Background: an optimization exercise with open tools, aiming at small area, a short achievable clock period and few clock cycles per item. Do not read the settings as production practice. Where RTL was checked, it was by simulation tests only, not by an equivalence proof against the original. No activity file was given, so power comes from the tool's default toggle rates.

==> flow/design.v <==
module segdec (
    input  wire        clk,
    input  wire        rst,
    input  wire        hdr_valid,
    output wire        hdr_ready,
    input  wire [63:0] hdr_tag,
    input  wire [3:0]  hdr_kind,
    input  wire [9:0]  hdr_len,
    input  wire [31:0] hdr_check,
    input  wire        din_valid,
    output wire        din_ready,
    input  wire [63:0] din_data,
    output reg         dout_valid,
    output reg  [71:0] dout_data,
    output reg         res_valid,
    output wire        res_check_ok,
    output reg         res_decode_ok
);
    localparam [1:0] I_IDLE = 2'd0, I_TAG = 2'd1, I_HDR = 2'd2, I_DATA = 2'd3;
    function [31:0] crc8;
        input [31:0] c;
        input [7:0]  d;
        integer k;
        reg [31:0] t;
        begin
            t = c ^ {24'd0, d};
            for (k = 0; k < 8; k = k + 1)
                t = t[0] ? ((t >> 1) ^ 32'h82F63B78) : (t >> 1);
            crc8 = t;
        end
    endfunction
    reg  [1:0]  ist;
    reg  [2:0]  bidx;         
    reg  [31:0] crc;
    reg  [31:0] check;
    reg         chk_ok;
    reg  [9:0]  blft;         
    reg         last_byte;    
    reg         in_done;      
    reg  [7:0]  bq;
    reg         bq_v;
    reg         bq_tag;       
    reg         bq_first;     
    reg         bq_last;      
    reg         busy;         
    reg         raw;
    reg         err;
    reg  [6:0]  beats;        
    reg         bz;           
    reg  [2:0]  lane;         
    reg  [8:0]  prev;         
    reg  [2:0]  lane_d;       
    reg         bd1;          
    reg  [1:0]  vhi;          
    reg         vchk;         
    wire        errp = vchk && (vhi != 2'b00);
    integer i;
    reg         in_run;
    reg  [8:0]  rm;           
    reg  [23:0] w;            
    reg  [4:0]  cnt;          
    reg  room;                
    wire bq_go   = bq_v && (bq_tag || room);
    wire bq_free = !bq_v || bq_go;
    wire in_data = (ist == I_DATA);
    wire fin;
    assign hdr_ready = (ist == I_HDR) && (!busy || fin);
    assign din_ready = in_data && last_byte && bq_free;
    wire hdr_fire = hdr_valid && hdr_ready;
    wire adv      = in_data && din_valid && bq_free;
    wire tag_take = hdr_valid && !ist[1] && bq_free;
    wire [7:0]  dbyte  = din_data[8*bidx +: 8];
    wire [7:0]  tbyte  = hdr_tag[8*bidx +: 8];
    wire [31:0] crc_nx = crc8(bq_first ? 32'hFFFFFFFF : crc, bq);
    reg  [3:0]  clen;
    reg  [3:0]  xb;
    reg         t_run;        
    reg         t_set;        
    reg  [9:0]  db;           
    reg         cin;
    reg  [4:0]  tbits;        
    reg  [15:0] tboh;         
    always @(*) begin
        clen = 4'd2; xb = 4'd0; tbits = 5'd2; tboh = 16'h0004; t_run = 1'b0; t_set = 1'b0; db = 10'd0; cin = 1'b0;
        casez ({w[0], w[1], w[2], w[3], w[4], w[5], w[6], w[7], w[8]})
            9'b00???????: begin clen = 4'd2; t_set = 1'b1; tbits = 5'd2; tboh = 16'h0004; end
            9'b010??????: begin clen = 4'd3; t_run = 1'b1; db = 10'd0; tbits = 5'd3; tboh = 16'h0008; end
            9'b011??????: begin clen = 4'd3; db = 10'd0; cin = 1'b1; tbits = 5'd3; tboh = 16'h0008; end
            9'b100??????: begin clen = 4'd3; db = 10'h3FF; tbits = 5'd3; tboh = 16'h0008; end
            9'b1010?????: begin clen = 4'd4; t_run = 1'b1; db = 10'd1; tbits = 5'd4; tboh = 16'h0010; end
            9'b1011?????: begin clen = 4'd4; t_run = 1'b1; db = 10'd2; xb = 4'd1; tbits = 5'd5; tboh = 16'h0020; end
            9'b11000????: begin clen = 4'd5; t_run = 1'b1; db = 10'd4; xb = 4'd2; tbits = 5'd7; tboh = 16'h0080; end
            9'b11001????: begin clen = 4'd5; t_run = 1'b1; db = 10'd8; xb = 4'd3; tbits = 5'd8; tboh = 16'h0100; end
            9'b11010????: begin clen = 4'd5; db = 10'd1; cin = 1'b1; tbits = 5'd5; tboh = 16'h0020; end
            9'b11011????: begin clen = 4'd5; db = 10'h3FE; tbits = 5'd5; tboh = 16'h0020; end
            9'b111000???: begin clen = 4'd6; t_set = 1'b1; xb = 4'd9; tbits = 5'd15; tboh = 16'h8000; end
            9'b111001???: begin clen = 4'd6; t_run = 1'b1; db = 10'd16; xb = 4'd4; tbits = 5'd10; tboh = 16'h0400; end
            9'b111010???: begin clen = 4'd6; t_run = 1'b1; db = 10'd256; xb = 4'd8; tbits = 5'd14; tboh = 16'h4000; end
            9'b111011???: begin clen = 4'd6; db = 10'd2; cin = 1'b1; xb = 4'd1; tbits = 5'd7; tboh = 16'h0080; end
            9'b111100???: begin clen = 4'd6; db = 10'h3FC; xb = 4'd1; tbits = 5'd7; tboh = 16'h0080; end
            9'b1111010??: begin clen = 4'd7; t_run = 1'b1; db = 10'd32; xb = 4'd5; tbits = 5'd12; tboh = 16'h1000; end
            9'b1111011??: begin clen = 4'd7; db = 10'd4; cin = 1'b1; xb = 4'd2; tbits = 5'd9; tboh = 16'h0200; end
            9'b1111100??: begin clen = 4'd7; db = 10'h3F8; xb = 4'd2; tbits = 5'd9; tboh = 16'h0200; end
            9'b11111010?: begin clen = 4'd8; t_run = 1'b1; db = 10'd64; xb = 4'd6; tbits = 5'd14; tboh = 16'h4000; end
            9'b11111011?: begin clen = 4'd8; t_run = 1'b1; db = 10'd128; xb = 4'd7; tbits = 5'd15; tboh = 16'h8000; end
            9'b11111100?: begin clen = 4'd8; db = 10'd8; cin = 1'b1; xb = 4'd3; tbits = 5'd11; tboh = 16'h0800; end
            9'b11111101?: begin clen = 4'd8; db = 10'h3F0; xb = 4'd3; tbits = 5'd11; tboh = 16'h0800; end
            9'b111111100: begin clen = 4'd9; db = 10'd16; cin = 1'b1; xb = 4'd4; tbits = 5'd13; tboh = 16'h2000; end
            9'b111111101: begin clen = 4'd9; db = 10'h3E0; xb = 4'd4; tbits = 5'd13; tboh = 16'h2000; end
            9'b111111110: begin clen = 4'd9; db = 10'd32; cin = 1'b1; xb = 4'd5; tbits = 5'd14; tboh = 16'h4000; end
            default:      begin clen = 4'd9; db = 10'h3C0; xb = 4'd5; tbits = 5'd14; tboh = 16'h4000; end
        endcase
    end
    wire [8:0]  xsh      = w[clen +: 9];
    wire [8:0]  xval     = xsh & ~(9'h1FF << xb);
    wire [9:0]  dx       = db | {1'b0, xval};
    wire [10:0] pv       = t_set ? 11'd0 : {2'b00, prev};
    wire [10:0] v        = pv + {dx[9], dx} + {10'd0, cin};
    wire        val_ok   = (v[10:9] == 2'b00);
    wire [4:0]  camt   = raw ? 5'd9 : tbits;
    wire [5:0]  diff   = {1'b0, cnt} - {1'b0, camt};
    reg  [15:0] cge;          
    integer k;
    always @(*)
        for (k = 0; k < 16; k = k + 1)
            cge[k] = (cnt >= k);
    wire        fit    = raw ? cge[9] : ((tboh & cge) != 16'd0);
    wire act    = busy && !err && !errp && !bz;
    wire go     = act && (in_run || fit);
    wire tokrun = !in_run && !raw && t_run;
    wire isrun  = in_run || tokrun;
    wire [8:0]  fill_m = in_run ? rm : (tokrun ? dx[8:0] : 9'd0);
    wire [3:0]  lo     = {1'b0, fill_m[2:0]} + {1'b0, lane};
    wire        ge8    = (fill_m[8:3] != 6'd0) || lo[3];       
    wire        bdone  = ge8 || (lo[2:0] == 3'd7);             
    wire [8:0]  s      = fill_m + {6'd0, lane};
    wire        cons   = act && !in_run && fit;
    wire        app    = bq_go && !bq_tag;
    wire [7:0]  abyte  = app ? bq : 8'd0;
    wire [23:0] wins   = w | ({16'd0, abyte} << cnt);
    wire [23:0] wsh    = wins >> camt;
    wire [4:0]  cnt_in = cnt + (app ? 5'd8 : 5'd0);
    wire [4:0]  cnt_nx = cons ? (diff[4:0] + (app ? 5'd8 : 5'd0)) : cnt_in;
    assign fin = busy && in_done && (err || errp || bz);
    always @(posedge clk) begin
        if (rst) begin
            ist        <= I_IDLE;
            bidx       <= 3'd0;
            busy       <= 1'b0;
            bq_v       <= 1'b0;
            bd1        <= 1'b0;
            dout_valid <= 1'b0;
            res_valid  <= 1'b0;
        end else begin
            bd1        <= go && bdone;
            dout_valid <= bd1;
            res_valid  <= fin;
            if (hdr_fire)
                busy <= 1'b1;
            else if (fin)
                busy <= 1'b0;
            if (tag_take || adv)
                bq_v <= 1'b1;
            else if (bq_free)
                bq_v <= 1'b0;
            case (ist)
                I_IDLE, I_TAG: if (tag_take) begin
                    bidx <= bidx + 3'd1;
                    ist  <= (bidx == 3'd7) ? I_HDR : I_TAG;
                end
                I_HDR: if (hdr_fire)
                    ist  <= I_DATA;
                default: if (adv) begin
                    bidx <= bidx + 3'd1;
                    if (blft == 10'd1) begin
                        ist  <= I_IDLE;
                        bidx <= 3'd0;
                    end
                end
            endcase
        end
    end
    always @(posedge clk) begin
        if (bq_go) begin
            crc <= crc_nx;
            if (bq_last) begin
                chk_ok  <= (crc_nx == ~check);
                in_done <= 1'b1;
            end
        end
        if (tag_take) begin
            bq       <= tbyte;
            bq_tag   <= 1'b1;
            bq_first <= (ist == I_IDLE);
            bq_last  <= 1'b0;
        end
        if (adv) begin
            bq       <= dbyte;
            bq_tag   <= 1'b0;
            bq_first <= 1'b0;
            bq_last  <= (blft == 10'd1);
            blft     <= blft - 10'd1;
            last_byte <= (bidx == 3'd6) || (blft == 10'd2);
        end
        for (i = 0; i < 8; i = i + 1)
            if (i >= lane_d)
                dout_data[9*i +: 9] <= prev;
        lane_d <= lane;
        if (fin)
            res_decode_ok <= !err && !errp && (cnt < 5'd8) && (w[6:0] == 7'd0);
        if (hdr_fire) begin
            check   <= hdr_check;
            blft    <= hdr_len;
            last_byte <= (hdr_len == 10'd1);
            in_done <= 1'b0;
            raw     <= (hdr_kind == 4'h3);
            err     <= !((hdr_kind == 4'h1) || (hdr_kind == 4'h3 && hdr_len == 10'd576));
            beats   <= 7'd64;
            bz      <= 1'b0;
            lane    <= 3'd0;
            prev    <= 9'd0;
            vchk    <= 1'b0;
            in_run  <= 1'b0;
            w       <= 24'd0;
            cnt     <= 5'd0;
            room    <= 1'b1;
        end else if (busy) begin
            w   <= cons ? wsh : wins;
            cnt  <= cnt_nx;
            room <= (cnt_nx <= 5'd16) || err || bz;
            if (act && !in_run && !raw && !fit && blft == 10'd0 && !(bq_v && !bq_tag))
                err <= 1'b1;                     
            if (go && isrun && ge8 && beats == 7'd1)
                err <= 1'b1;                     
            if (errp)
                err <= 1'b1;                     
            vchk <= go && !isrun && !raw;
            if (app && bz)
                err <= 1'b1;                     
            if (go) begin
                if (bdone) begin
                    beats <= beats - 7'd1;
                    bz    <= (beats == 7'd1);
                    lane  <= 3'd0;
                end else begin
                    lane  <= s[2:0] + 3'd1;
                end
                in_run <= isrun && ge8;
                rm     <= s - 9'd8;
                if (!isrun) begin
                    prev <= raw ? w[8:0] : v[8:0];
                    vhi  <= v[10:9];
                end
            end
        end
    end
    assign res_check_ok  = chk_ok;
endmodule
export LEC_CHECK = 0
export CAP_MARGIN = 50
export CORE_MARGIN = 2
export CORE_UTILIZATION = 50
export CTS_BUF_LIST = sky130_fd_sc_hd__clkbuf_4 sky130_fd_sc_hd__clkbuf_8
export SLEW_MARGIN = 70
create_clock -name core_clock -period 13.5 [get_ports {clk}]
standard.sh (not shown) runs the stock make flow with config.mk's settings and CLKGATE_MAP_FILE= SYNTH_SCRIPT=/design/flow/synth_recipe.tcl, a recipe that flattens the netlist after the stock synthesis.
==> flow/flow/run.sh <==
#!/bin/bash
set -uo pipefail
MARGIN=$(cat flow/margin.txt)
bash standard.sh SETUP_SLACK_MARGIN="$MARGIN" finish > standard_flow.log 2>&1
status=$?
cp -f orfs/logs/*/segdec/base/*.log . 2>/dev/null || true
exit $status
==> flow/flow/margin.txt <==
9
The baseline ran to the end with no violations.
Rerun with:
--- a/flow/design.v
+++ b/flow/design.v
@@ -62,11 +62,11 @@
     reg  room;                
     wire bq_go   = bq_v && (bq_tag || room);
     wire bq_free = !bq_v || bq_go;
     wire in_data = (ist == I_DATA);
     wire fin;
-    assign hdr_ready = (ist == I_HDR) && (!busy || fin);
+    assign hdr_ready = (ist == I_HDR) && (!busy || (in_done && (err || bz)));
     assign din_ready = in_data && last_byte && bq_free;
     wire hdr_fire = hdr_valid && hdr_ready;
     wire adv      = in_data && din_valid && bq_free;
     wire tag_take = hdr_valid && !ist[1] && bq_free;
     wire [7:0]  dbyte  = din_data[8*bidx +: 8];
@@ -127,15 +127,18 @@
     wire        fit    = raw ? cge[9] : ((tboh & cge) != 16'd0);
     wire act    = busy && !err && !errp && !bz;
     wire go     = act && (in_run || fit);
     wire tokrun = !in_run && !raw && t_run;
     wire isrun  = in_run || tokrun;
-    wire [8:0]  fill_m = in_run ? rm : (tokrun ? dx[8:0] : 9'd0);
-    wire [3:0]  lo     = {1'b0, fill_m[2:0]} + {1'b0, lane};
-    wire        ge8    = (fill_m[8:3] != 6'd0) || lo[3];       
-    wire        bdone  = ge8 || (lo[2:0] == 3'd7);             
-    wire [8:0]  s      = fill_m + {6'd0, lane};
+    wire [8:0]  tk_m   = tokrun ? dx[8:0] : 9'd0;
+    wire [3:0]  lo_t   = {1'b0, tk_m[2:0]} + {1'b0, lane};
+    wire        ge8_t  = (tk_m[8:3] != 6'd0) || lo_t[3];
+    wire        ge8_r  = (rm[8:3] != 6'd0);
+    wire        ge8    = in_run ? ge8_r : ge8_t;               
+    wire [2:0]  lo     = in_run ? rm[2:0] : lo_t[2:0];
+    wire        bdone  = ge8 || (lo == 3'd7);                  
+    wire [8:0]  rm_nx  = in_run ? (rm - 9'd8) : (tk_m + {6'd0, lane} - 9'd8);
     wire        cons   = act && !in_run && fit;
     wire        app    = bq_go && !bq_tag;
     wire [7:0]  abyte  = app ? bq : 8'd0;
     wire [23:0] wins   = w | ({16'd0, abyte} << cnt);
     wire [23:0] wsh    = wins >> camt;
@@ -186,21 +189,17 @@
             if (bq_last) begin
                 chk_ok  <= (crc_nx == ~check);
                 in_done <= 1'b1;
             end
         end
-        if (tag_take) begin
-            bq       <= tbyte;
-            bq_tag   <= 1'b1;
+        if (tag_take || adv) begin
+            bq       <= in_data ? dbyte : tbyte;
+            bq_tag   <= !in_data;
             bq_first <= (ist == I_IDLE);
-            bq_last  <= 1'b0;
+            bq_last  <= in_data && (blft == 10'd1);
         end
         if (adv) begin
-            bq       <= dbyte;
-            bq_tag   <= 1'b0;
-            bq_first <= 1'b0;
-            bq_last  <= (blft == 10'd1);
             blft     <= blft - 10'd1;
             last_byte <= (bidx == 3'd6) || (blft == 10'd2);
         end
         for (i = 0; i < 8; i = i + 1)
             if (i >= lane_d)
@@ -241,14 +240,14 @@
                 if (bdone) begin
                     beats <= beats - 7'd1;
                     bz    <= (beats == 7'd1);
                     lane  <= 3'd0;
                 end else begin
-                    lane  <= s[2:0] + 3'd1;
+                    lane  <= lo + 3'd1;
                 end
                 in_run <= isrun && ge8;
-                rm     <= s - 9'd8;
+                rm     <= rm_nx;
                 if (!isrun) begin
                     prev <= raw ? w[8:0] : v[8:0];
                     vhi  <= v[10:9];
                 end
             end
=>
- critical path depth is lower by 3
- area after synthesis is higher by about 0.6%
- setup slack gets better by 0.0065 ns
- design area is lower by 0.85%
- global-route usage is lower by 0.65 points
- wire length is lower by 1.5%
- total power is higher by 12%
- non-clock buffer count is lower by 11
Testbench counts after the change, summed over its fixed seeds: cycles 40,864, segments 320.
The RTL of the first run of this note was laid out without a check of its function.

---

Another version of the RTL of segdec (not shown whole).
Size in the first run: ~1500 cells after synthesis, about 230 flip-flops, roughly 260 I/O pins, ~0.015 sq mm of cells after synthesis.
==> flow/design.v (excerpt) <==
module segdec (
    input  wire        clk,
    input  wire        rst,
    input  wire        hdr_valid,
    output wire        hdr_ready,
    input  wire [63:0] hdr_tag,
    input  wire [3:0]  hdr_kind,
    input  wire [9:0]  hdr_len,
    input  wire [31:0] hdr_check,
    input  wire        din_valid,
    output wire        din_ready,
    input  wire [63:0] din_data,
    output reg         dout_valid,
    output reg  [71:0] dout_data,
    output reg         res_valid,
    output wire        res_check_ok,
    output reg         res_decode_ok
);
Settings: LEC_CHECK=0, CAP_MARGIN=50, CORE_MARGIN=2, CORE_UTILIZATION=50, CTS_BUF_LIST=sky130_fd_sc_hd__clkbuf_4 sky130_fd_sc_hd__clkbuf_8, SLEW_MARGIN=70; clock period 13.5 ns.
Scripts as last shown in full above: flow/flow/run.sh, flow/flow/margin.txt
The starting point went through all stages and came out clean.
Rerun with:
--- a/flow/design.v
+++ b/flow/design.v
@@ -45,23 +45,23 @@
     reg         busy;         
     reg         raw;
     reg         err;
     reg  [6:0]  beats;        
     reg         bz;           
     reg  [2:0]  lane;         
     reg  [8:0]  prev;
     reg         in_run;
     reg  [8:0]  rm;           
     reg  [23:0] w;            
     reg  [4:0]  cnt;          
-    wire room    = (cnt <= 5'd16) || err || bz;
+    reg  room;                
     wire bq_go   = bq_v && (bq_tag || room);
     wire bq_free = !bq_v || bq_go;
     wire in_data = (ist == I_DATA);
     wire fin;
     assign hdr_ready = (ist == I_HDR) && (!busy || fin);
     assign din_ready = in_data && last_byte && bq_free;
     wire hdr_fire = hdr_valid && hdr_ready;
     wire adv      = in_data && din_valid && bq_free;
     wire tag_take = hdr_valid && !ist[1] && bq_free;
     wire [7:0]  dbyte  = din_data[8*bidx +: 8];
     wire [7:0]  tbyte  = hdr_tag[8*bidx +: 8];
@@ -121,22 +121,23 @@
     wire [3:0]  lo     = {1'b0, fill_m[2:0]} + {1'b0, lane};
     wire        ge8    = (fill_m[8:3] != 6'd0) || lo[3];       
     wire        bdone  = ge8 || (lo[2:0] == 3'd7);             
     wire [8:0]  s      = fill_m + {6'd0, lane};
     wire [8:0]  val    = isrun ? prev : (raw ? w[8:0] : v[8:0]);
     wire        cons   = act && !in_run && fit;
     wire        app    = bq_go && !bq_tag;
     wire [7:0]  abyte  = app ? bq : 8'd0;
     wire [23:0] wins   = w | ({16'd0, abyte} << cnt);
     wire [23:0] wsh    = wins >> camt;
     wire [4:0]  cnt_in = cnt + (app ? 5'd8 : 5'd0);
+    wire [4:0]  cnt_nx = cons ? (diff[4:0] + (app ? 5'd8 : 5'd0)) : cnt_in;
     integer i;
     assign fin = busy && in_done && (err || bz);
     always @(posedge clk) begin
         if (rst) begin
             ist        <= I_IDLE;
             bidx       <= 3'd0;
             busy       <= 1'b0;
             bq_v       <= 1'b0;
             dout_valid <= 1'b0;
             res_valid  <= 1'b0;
         end else begin
@@ -200,25 +201,27 @@
             last_byte <= (hdr_len == 10'd1);
             in_done <= 1'b0;
             raw     <= (hdr_kind == 4'h3);
             err     <= !((hdr_kind == 4'h1) || (hdr_kind == 4'h3 && hdr_len == 10'd576));
             beats   <= 7'd64;
             bz      <= 1'b0;
             lane    <= 3'd0;
             prev    <= 9'd0;
             in_run  <= 1'b0;
             w       <= 24'd0;
             cnt     <= 5'd0;
+            room    <= 1'b1;
         end else if (busy) begin
             w   <= cons ? wsh : wins;
-            cnt <= cons ? (diff[4:0] + (app ? 5'd8 : 5'd0)) : cnt_in;
+            cnt  <= cnt_nx;
+            room <= (cnt_nx <= 5'd16) || err || bz;
             if (act && !in_run && !raw && !fit && blft == 10'd0 && !(bq_v && !bq_tag))
                 err <= 1'b1;                     
             if (go && isrun && ge8 && beats == 7'd1)
                 err <= 1'b1;                     
             if (go && !isrun && !raw && !val_ok)
                 err <= 1'b1;                     
             if (app && bz)
                 err <= 1'b1;                     
             if (go) begin
                 if (bdone) begin
                     beats <= beats - 7'd1;
What happened: The changed run finished clean; utilization rose by 0.50 points; clock-buffer cell count goes up by 3; via count is higher by a few percent; cell area rose slightly; power came out lower by about a fifth.
Testbench counts after the change, summed over its fixed seeds: cycles 40,864, segments 320.
Only the layout flow was run in the first run of this note; the RTL was not checked for function there.

static timing again, ports no longer ideal:
How much do the figures lean on ideal ports? The routed layouts below were timed once more, with nothing changed but the port constraints. Step 1 sets driving cells, clkbuf_16 on the clock port and buf_2 on the other inputs (assumed; they add their load-dependent delay and slew). Step 2, shift: input delay + t, output delay - t, t = (earliest + latest rising clock arrival at the registers) / 2. This alone moves slack from input paths to output paths. Three values: no drivers, after step 1, after step 2; two values: the first two.
| run | t (ns) | setup WS [ns] | worst setup path at the end | worst slew at a driven data input, ns | pins driven straight from the clock port |
|---|---|---|---|---|---|
| the first run of note 1 | 0.623 | 9.009 / 8.957 / 8.472 | input to register | 0.09 | 1 |
| the second run of note 1 | 0.622 | 9.015 / 8.967 / 8.613 | input to register | 0.08 | 1 |
| the first run of note 2 | 0.602 | 8.652 / 8.602 / 8.495 | input to register | 0.07 | 1 |
| the second run of note 2 | 0.604 | 9.033 / 8.982 / 8.488 | input to register | 0.08 | 1 |
After both steps setup and hold are still met in every run listed. The setup slack of the second run of note 2, which loses most, moves by -0.051 ns with the drivers and by -0.545 ns with both steps.
